This is an optimization exercise on Yosys and OpenROAD, whose aim is small area, not a production implementation.
The RTL was checked by simulation tests, not by an equivalence proof against the original design. The clock port is modelled as an ideal driver; clocking choices that lean on that would not hold on a real chip.

Design chervil_mixer, start of the top module:
module chervil_mixer (
    input  wire        clk,
    input  wire        rst,
    input  wire        tick,
    input  wire        wr_en,
    input  wire        rd_en,
    input  wire [6:0]  addr,
    input  wire [31:0] wr_data,
    output wire        ready,
    output reg  [31:0] rd_data,
    output reg         out_valid,
    output wire [15:0] out_sample
);
Size in the first run: ~5600 cells after synthesis, ~1300 flip-flops, roughly 94 I/O pins, about 0.052 sq mm of cells after synthesis.
export LEC_CHECK = 0
export ABC_AREA = 1
export CAP_MARGIN = 20
export CORE_MARGIN = 2
export CORE_UTILIZATION = 72
export CTS_CLUSTER_DIAMETER = 80
export CTS_CLUSTER_SIZE = 25
export SLEW_MARGIN = 20
export SYNTH_MEMORY_MAX_BITS = 16384
create_clock -name core_clock -period 50.0 [get_ports {clk}]
standard.sh (not shown) runs the stock make flow with config.mk's settings and CLKGATE_MAP_FILE= SYNTH_SCRIPT=/design/flow/synth_recipe.tcl, a recipe that flattens the netlist after the stock synthesis.
==> flow/flow/run.sh <==
#!/bin/bash
# Standard ORFS layout (the standard.sh) with three changes:
#  - an area-oriented ABC mapping script replaces ORFS's abc_area.script
#    (flow/abc_area.script; flip-flops are mapped before ABC and untouched);
#  - clock tree synthesis without dummy loads;
#  - the port buffers that global placement inserts use buf_1.
# make's full output goes to run_make.log; ORFS writes each step's log
# under orfs/logs.
set -euo pipefail
W=$PWD
mkdir -p "$W/scripts_abc"
cp -r "$FLOW_HOME/scripts/." "$W/scripts_abc/"
cp "$W/flow/abc_area.script" "$W/scripts_abc/abc_area.script"
CTS="-sink_clustering_enable -repair_clock_nets -sink_clustering_size 25 -sink_clustering_max_diameter 80 -dont_use_dummy_load"
bash "$W/standard.sh" SCRIPTS_DIR="$W/scripts_abc" CTS_ARGS="$CTS" \
    BUFFER_PORTS_ARGS="-buffer_cell sky130_fd_sc_hd__buf_1" finish > "$W/run_make.log" 2>&1
==> flow/flow/abc_area.script <==
strash
ifraig
&get -n
&st
&dch
&nf -a -R 20
&put
Edit:
==> flow/flow/run.sh (replaced) <==
#!/bin/bash
# Standard ORFS layout, with an area-oriented ABC mapping script in place
# of ORFS's abc_area.script. Everything else is the standard flow.
set -euo pipefail
W=$PWD
mkdir -p "$W/scripts_abc"
cp -r "$FLOW_HOME/scripts/." "$W/scripts_abc/"
cp "$W/flow/abc_area.script" "$W/scripts_abc/abc_area.script"
bash "$W/standard.sh" SCRIPTS_DIR="$W/scripts_abc" finish > "$W/run_make.log" 2>&1
==> flow/flow/abc_area.script (replaced) <==
strash
&get -n
&st
&dch
&nf -a -R 20
&put
- CORE_UTILIZATION: 72 -> 40
- CTS_CLUSTER_DIAMETER: 80 -> unset
- CTS_CLUSTER_SIZE: 25 -> unset
What happened: The new run finished clean. Final cell count grows by 15%. Synthesized cell count hardly moves. Via count fell by 5.3%. Die area is higher by 79%. Clock skew decreases by 72 ps.
Edit:
==> flow/flow/run.sh (replaced) <==
#!/bin/bash
# Standard ORFS layout (the standard.sh) with three changes:
#  - an area-oriented ABC mapping script replaces ORFS's abc_area.script
#    (flow/abc_area.script; flip-flops are mapped before ABC and untouched);
#  - clock tree synthesis without dummy loads;
#  - the port buffers that global placement inserts use buf_1.
# make's full output goes to run_make.log; ORFS writes each step's log
# under orfs/logs.
set -euo pipefail
W=$PWD
mkdir -p "$W/scripts_abc"
cp -r "$FLOW_HOME/scripts/." "$W/scripts_abc/"
cp "$W/flow/abc_area.script" "$W/scripts_abc/abc_area.script"
CTS="-sink_clustering_enable -repair_clock_nets -sink_clustering_size 35 -sink_clustering_max_diameter 60 -dont_use_dummy_load"
bash "$W/standard.sh" SCRIPTS_DIR="$W/scripts_abc" CTS_ARGS="$CTS" \
    BUFFER_PORTS_ARGS="-buffer_cell sky130_fd_sc_hd__buf_1" finish > "$W/run_make.log" 2>&1
==> flow/flow/abc_area.script (replaced) <==
strash
ifraig
&get -n
&st
&dch
&nf -a -R 20
&put
- CORE_UTILIZATION: 40 -> 65
- CTS_CLUSTER_DIAMETER: unset -> 80
- CTS_CLUSTER_SIZE: unset -> 25
- non-clock buffer count is lower by 29
- synthesized cell count is about the same
- worst hold slack is worse by 30 ps
- worst setup slack is better by 550 ps
- cell area went down by a little under a tenth
- global-route usage came out higher by 14 points
- area after synthesis shrinks slightly
- count of clock-buffer cells in the layout is lower by 115
- final cell count decreases by roughly a tenth
- wire length decreases by a little under a tenth
Edit:
==> flow/run.sh (new file) <==
#!/bin/bash
# synth_recipe.tcl (not shown) runs the flow's synth.tcl, then flattens the netlist and writes it again
# the make line also repeats each setting of config.mk as NAME=value (left out here)
make -C /OpenROAD-flow-scripts/flow DESIGN_CONFIG=/design/flow/config.mk WORK_HOME=/design/flow/orfs CLKGATE_MAP_FILE= SYNTH_SCRIPT=/design/flow/synth_recipe.tcl finish
- CORE_UTILIZATION: 65 -> 40
- CTS_CLUSTER_DIAMETER: 80 -> unset
- CTS_CLUSTER_SIZE: 25 -> unset
removed: flow/flow/run.sh
removed: flow/flow/abc_area.script
removed: flow/standard.sh
- final area goes up by 11%
- final cell count climbs by 27%
- wire length is higher by 21%
- die area goes up by 73%
- setup slack improved by 60 ps
- critical path depth rose by 1
- maximum frequency is about the same
- count of clock-buffer cells in the layout goes up by 112
- flip-flop and latch count does not change
Edit:
==> flow/flow/run.sh (new file) <==
#!/bin/bash
# Standard ORFS layout with two changes: an area-oriented ABC mapping script
# in place of ORFS's abc_area.script, and clock tree synthesis without
# dummy loads. Everything else is the standard flow.
set -euo pipefail
W=$PWD
mkdir -p "$W/scripts_abc"
cp -r "$FLOW_HOME/scripts/." "$W/scripts_abc/"
cp "$W/flow/abc_area.script" "$W/scripts_abc/abc_area.script"
CTS="-sink_clustering_enable -repair_clock_nets -sink_clustering_size 25 -sink_clustering_max_diameter 80 -dont_use_dummy_load"
bash "$W/standard.sh" SCRIPTS_DIR="$W/scripts_abc" CTS_ARGS="$CTS" finish > "$W/run_make.log" 2>&1
==> flow/flow/abc_area.script (new file) <==
strash
&get -n
&st
&dch
&nf -a -R 20
&put
==> flow/standard.sh (new file) <==
#!/bin/bash
# synth_recipe.tcl (not shown) runs the flow's synth.tcl, then flattens the netlist and writes it again
# the make line also repeats each setting of config.mk as NAME=value (left out here)
make -C /OpenROAD-flow-scripts/flow DESIGN_CONFIG=/design/flow/config.mk WORK_HOME=/design/flow/orfs CLKGATE_MAP_FILE= SYNTH_SCRIPT=/design/flow/synth_recipe.tcl "${@:-finish}"
- CORE_UTILIZATION: 40 -> 60
- CTS_CLUSTER_DIAMETER: unset -> 80
- CTS_CLUSTER_SIZE: unset -> 25
removed: flow/run.sh
What happened: Utilization came out higher by 21 points. Register-to-register slack is worse by 300 ps. Count of clock-buffer cells in the layout goes down by 122. First-iteration DRC count goes up by 6.7%. Final cell count shrinks by about 20%.
Edit:
==> flow/run.sh (new file) <==
#!/bin/bash
# synth_recipe.tcl (not shown) runs the flow's synth.tcl, then flattens the netlist and writes it again
# the make line also repeats each setting of config.mk as NAME=value (left out here)
make -C /OpenROAD-flow-scripts/flow DESIGN_CONFIG=/design/flow/config.mk WORK_HOME=/design/flow/orfs CLKGATE_MAP_FILE= SYNTH_SCRIPT=/design/flow/synth_recipe.tcl finish
removed: flow/flow/run.sh
removed: flow/flow/abc_area.script
removed: flow/standard.sh
Outcome: The changed run produced a clean layout; design area went up by 3.8%; sequential cell count is unchanged; count of clock-buffer cells in the layout increases by 8; sequential share of layout area went down by 1.7 points.

========
Another version of the RTL of chervil_mixer (not shown whole).
Size: ~4700 cells after synthesis, roughly 1300 flip-flops, ~50000 µm² of cells after synthesis.
export LEC_CHECK = 0
export ABC_AREA = 1
export CAP_MARGIN = 20
export CORE_MARGIN = 2
export CORE_UTILIZATION = 65
export CTS_CLUSTER_DIAMETER = 80
export CTS_CLUSTER_SIZE = 25
export SLEW_MARGIN = 20
export SYNTH_MEMORY_MAX_BITS = 16384
create_clock -name core_clock -period 50.0 [get_ports {clk}]
==> flow/flow/run.sh <==
#!/bin/bash
# Standard ORFS layout (the standard.sh) with these changes:
#  - synthesis maps the design's chervil_oai22 gate onto the o22ai cell
#    (cellmap.tcl/cellmap.v, run as ORFS's SYNTH_CANONICALIZE_TCL hook);
#  - an area-oriented ABC script replaces ORFS's abc_area.script
#    (flow/abc_area.script; flip-flops are mapped before ABC and untouched);
#  - clock tree synthesis without dummy loads;
#  - the port buffers that global placement inserts use buf_1.
# make's full output goes to run_make.log; ORFS writes each step's log
# under orfs/logs.
set -euo pipefail
W=$PWD
mkdir -p "$W/scripts_abc"
cp -r "$FLOW_HOME/scripts/." "$W/scripts_abc/"
cp "$W/flow/abc_area.script" "$W/scripts_abc/abc_area.script"
CTS="-sink_clustering_enable -repair_clock_nets -sink_clustering_size 15 -sink_clustering_max_diameter 60 -buf_list sky130_fd_sc_hd__clkbuf_8 -dont_use_dummy_load"
bash "$W/standard.sh" SCRIPTS_DIR="$W/scripts_abc" CTS_ARGS="$CTS" \
    SYNTH_CANONICALIZE_TCL="$W/flow/cellmap.tcl" \
    BUFFER_PORTS_ARGS="-buffer_cell sky130_fd_sc_hd__buf_1" finish > "$W/run_make.log" 2>&1
==> flow/flow/abc_area.script <==
strash
ifraig
&get -n
&st
&dch
&nf -a -R 20
&put
==> flow/flow/cellmap.tcl <==
# Sourced by ORFS's synthesis canonicalize step (SYNTH_CANONICALIZE_TCL):
# replace chervil_oai22 by its cell-level version in cellmap.v.
read_verilog -overwrite [file join [file dirname $::env(SYNTH_CANONICALIZE_TCL)] cellmap.v]
hierarchy -check -top $::env(DESIGN_NAME)
==> flow/flow/cellmap.v <==
// Maps the design's chervil_oai22 gate onto the library's o22ai cell, so
// that the ring's slot-to-slot write gate is one cell per bit.
module chervil_oai22 (
    input  wire a1, a2, b1, b2,
    output wire y
);
    sky130_fd_sc_hd__o22ai_1 u_cell (.A1(a1), .A2(a2), .B1(b1), .B2(b2), .Y(y));
endmodule

// The multiplier's full adder onto the library's full-adder cell.
module chervil_fa (
    input  wire a, b, ci,
    output wire s, co
);
    sky130_fd_sc_hd__fa_1 u_cell (.A(a), .B(b), .CIN(ci), .SUM(s), .COUT(co));
endmodule
==> next run, changes <==
--- a/flow/flow/run.sh
+++ b/flow/flow/run.sh
@@ -16 +16 @@
-CTS="-sink_clustering_enable -repair_clock_nets -sink_clustering_size 15 -sink_clustering_max_diameter 60 -buf_list sky130_fd_sc_hd__clkbuf_8 -dont_use_dummy_load"
+CTS="-sink_clustering_enable -repair_clock_nets -sink_clustering_size 30 -sink_clustering_max_diameter 80 -dont_use_dummy_load"
Result: The new run finished clean; cell area hardly moves; worst setup slack degrades by 0.15 ns; utilization shrinks by 0.18 points; routed wire length grows by 0.41%; non-clock buffer count stays the same; clock-buffer cell count shrinks by 51; via count shrinks by 0.30%; maximum frequency shrinks by 0.72%.
==> next run, changes <==
--- a/flow/flow/run.sh
+++ b/flow/flow/run.sh
@@ -8 +8,2 @@
-#  - the port buffers that global placement inserts use buf_1.
+#  - the port buffers that global placement inserts use buf_1;
+#  - clock buffers are clkbuf_8 with sinks clustered 15 at a time.
@@ -16 +17 @@
-CTS="-sink_clustering_enable -repair_clock_nets -sink_clustering_size 30 -sink_clustering_max_diameter 80 -dont_use_dummy_load"
+CTS="-sink_clustering_enable -repair_clock_nets -sink_clustering_size 15 -sink_clustering_max_diameter 60 -buf_list sky130_fd_sc_hd__clkbuf_8 -dont_use_dummy_load"
==> flow/flow/abc_area.script (replaced) <==
strash
ifraig
&get -n
&st
&deepsyn -T 120
&dch
&nf -a -R 20
&put
--- a/flow/config.mk
+++ b/flow/config.mk
@@ -13,0 +14 @@
+export PLACE_DENSITY = 0.8
Result: Final area shrinks by 0.86%; non-clock buffer count came out lower by 3; core utilization fell by 0.14 points.
==> next run, changes <==
--- a/flow/flow/run.sh
+++ b/flow/flow/run.sh
@@ -8,2 +8 @@
-#  - the port buffers that global placement inserts use buf_1;
-#  - clock buffers are clkbuf_8 with sinks clustered 15 at a time.
+#  - the port buffers that global placement inserts use buf_1.
@@ -17 +16 @@
-CTS="-sink_clustering_enable -repair_clock_nets -sink_clustering_size 15 -sink_clustering_max_diameter 60 -buf_list sky130_fd_sc_hd__clkbuf_8 -dont_use_dummy_load"
+CTS="-sink_clustering_enable -repair_clock_nets -sink_clustering_size 25 -sink_clustering_max_diameter 80 -dont_use_dummy_load"
==> flow/flow/abc_area.script (replaced) <==
strash
ifraig
&get -n
&st
&dch
&nf -a -R 20
&put
--- a/flow/config.mk
+++ b/flow/config.mk
@@ -12,3 +12 @@
-export CTS_CLUSTER_DIAMETER = 80
-export CTS_CLUSTER_SIZE = 25
-export PLACE_DENSITY = 0.8
+export GPL_TIMING_DRIVEN = 0
Effect: Die area rises slightly; count of clock-buffer cells in the layout went down by 41; first-iteration DRC count came out lower by roughly a tenth.

========
build 84:
chervil_mixer again, from the RTL that the note above started with.
clock: 50.0 ns
lec_check: 0
abc_area: 1
cap_margin: 20
core_margin: 2
core_utilization: 58
cts_cluster_diameter: 80
cts_cluster_size: 25
slew_margin: 20
synth_memory_max_bits: 16384
==> flow/flow/run.sh <==
#!/bin/bash
# Standard ORFS layout (the standard.sh) with these changes:
#  - synthesis maps the design's chervil_oai22 gate onto the o22ai cell
#    (cellmap.tcl/cellmap.v, run as ORFS's SYNTH_CANONICALIZE_TCL hook);
#  - an area-oriented ABC script replaces ORFS's abc_area.script
#    (flow/abc_area.script; flip-flops are mapped before ABC and untouched);
#  - clock tree synthesis without dummy loads;
#  - the port buffers that global placement inserts use buf_1;
#  - clock buffers are clkbuf_8 with sinks clustered 15 at a time.
# make's full output goes to run_make.log; ORFS writes each step's log
# under orfs/logs.
set -euo pipefail
W=$PWD
mkdir -p "$W/scripts_abc"
cp -r "$FLOW_HOME/scripts/." "$W/scripts_abc/"
cp "$W/flow/abc_area.script" "$W/scripts_abc/abc_area.script"
CTS="-sink_clustering_enable -repair_clock_nets -sink_clustering_size 15 -sink_clustering_max_diameter 60 -buf_list sky130_fd_sc_hd__clkbuf_8 -dont_use_dummy_load"
bash "$W/standard.sh" SCRIPTS_DIR="$W/scripts_abc" CTS_ARGS="$CTS" \
    SYNTH_CANONICALIZE_TCL="$W/flow/cellmap.tcl" \
    BUFFER_PORTS_ARGS="-buffer_cell sky130_fd_sc_hd__buf_1" finish > "$W/run_make.log" 2>&1
==> flow/flow/abc_area.script <==
strash
ifraig
&get -n
&st
&deepsyn -T 120
&dch
&nf -a -R 20
&put
Scripts as last shown in full above: flow/flow/cellmap.tcl, flow/flow/cellmap.v
What build 35 does differently from build 84 at the input level:
- CORE_UTILIZATION changed from 58 to 65
-- flow/flow/run.sh --
<<< build 84, line 8
#  - the port buffers that global placement inserts use buf_1;
#  - clock buffers are clkbuf_8 with sinks clustered 15 at a time.
>>> build 35, line 8
#  - the port buffers that global placement inserts use buf_1.
<<< build 84, line 17
CTS="-sink_clustering_enable -repair_clock_nets -sink_clustering_size 15 -sink_clustering_max_diameter 60 -buf_list sky130_fd_sc_hd__clkbuf_8 -dont_use_dummy_load"
>>> build 35, line 16
CTS="-sink_clustering_enable -repair_clock_nets -sink_clustering_size 25 -sink_clustering_max_diameter 80 -dont_use_dummy_load"
==> flow/flow/abc_area.script <==
strash
ifraig
&get -n
&st
&dch
&nf -a -R 20
&put
--- outcome ---
Total of cells resized after clock tree synthesis: build 84 vs build 35 identical. Build 84 was routed with fewer vias than build 35. Build 35 against build 84: synthesized area +590 sq um, maximum frequency from static timing analysis -about 3%. Placed wire-length estimate went down by a little under 10% going from build 84 to build 35. Build 35 completed; timing, DRC and antenna clean. Build 35 has part of the cycle the worst path needs above what build 84 had. Compared to build 84, build 35 was floorplanned on a smaller die. Build 35 -> build 84: global-route usage flat. Number of endpoints with negative hold slack in the final report came out exactly the same in build 35 and build 84. Diff build 35 and build 84: number of cells traversed by the worst register-to-register path higher in build 35.
diff inputs: build 35 => build 61
-- flow/flow/run.sh --
<<< build 35, line 8
#  - the port buffers that global placement inserts use buf_1.
>>> build 61, line 8
#  - the port buffers that global placement inserts use buf_1;
#  - clock buffers are clkbuf_8 with sinks clustered 15 at a time.
<<< build 35, line 16
CTS="-sink_clustering_enable -repair_clock_nets -sink_clustering_size 25 -sink_clustering_max_diameter 80 -dont_use_dummy_load"
>>> build 61, line 17
CTS="-sink_clustering_enable -repair_clock_nets -sink_clustering_size 7 -sink_clustering_max_diameter 40 -buf_list sky130_fd_sc_hd__clkbuf_4 -dont_use_dummy_load"
-- flow/flow/abc_area.script --
<<< build 35, line 5
>>> build 61, line 5
&deepsyn -T 120
### Flow results
The global-route usage over all layers number comes out higher for build 61 vs build 35.
Diff build 35 -> build 61: post-route worst setup slack increased by 0.69 ns relative to the old numbers; critical path depth decreased by 1 relative to the old numbers.
Wire length of the first global-routing pass: lower on build 35
## Diff of input files: build 33 against build 61
-- flow/flow/run.sh --
<<< build 61, line 17
CTS="-sink_clustering_enable -repair_clock_nets -sink_clustering_size 7 -sink_clustering_max_diameter 40 -buf_list sky130_fd_sc_hd__clkbuf_4 -dont_use_dummy_load"
>>> build 33, line 17
CTS="-sink_clustering_enable -repair_clock_nets -sink_clustering_size 15 -sink_clustering_max_diameter 60 -buf_list sky130_fd_sc_hd__clkbuf_8 -dont_use_dummy_load"
==> comparison <==
For the sequential share of layout area, build 33 came in 0.16 points higher than build 61 did. Build 33 ended up with a lower overall routed net length than build 61 did. Any difference in final period utilization between build 61 and build 33 is small enough to ignore.

==> re-timing with driven ports <==
In the flow no input, the clock included, has a driving cell. The finished layouts below were timed again as built, in two steps.
Step 1 assumes that a clkbuf_16 drives the clock port and a buf_2 every other input.
Step 2 also shifts input and output timing later by t, the mid clock arrival at the registers, as if the neighbouring blocks saw the same clock.
Three values: ideal ports, drivers, drivers and shift; two values: the first two.
run	shift t [ns]	slack for setup (ns)	worst setup path at the end	latest minus earliest clock arrival (ns)	worst data-port slew with drivers (ns)
the first run of note 1	0.761	27.982 / 27.982 / 27.982	register to register	0.114 / 0.114	0.04
the second run of note 1	0.858	27.671 / 27.671 / 27.671	register to register	0.041 / 0.042	0.06
the third run of note 1	0.705	28.221 / 28.221 / 28.221	register to register	0.118 / 0.119	0.05
the fourth run of note 1	0.851	28.281 / 28.281 / 28.281	register to register	0.027 / 0.026	0.21
the fifth run of note 1	0.711	27.984 / 27.984 / 27.984	register to register	0.077 / 0.078	0.04
the sixth run of note 1	0.744	28.389 / 28.389 / 28.389	register to register	0.029 / 0.029	0.11
the first run of note 2	0.777	28.726 / 28.726 / 28.726	register to register	0.145 / 0.145	0.10
the second run of note 2	0.688	28.573 / 28.573 / 28.573	register to register	0.135 / 0.134	0.10
the third run of note 2	0.821	29.408 / 29.408 / 29.408	register to register	0.149 / 0.150	0.10
the fourth run of note 2	0.715	27.833 / 27.833 / 27.833	register to register	0.153 / 0.153	0.11
build 84	0.885	29.347 / 29.347 / 29.347	register to register	0.155 / 0.154	0.06
build 35	0.727	28.731 / 28.731 / 28.731	register to register	0.158 / 0.158	0.10
build 61	1.155	29.420 / 29.420 / 29.420	register to register	0.190 / 0.190	0.13
build 33	0.843	29.369 / 29.369 / 29.369	register to register	0.195 / 0.194	0.12
After both steps every run listed still meets setup and hold.
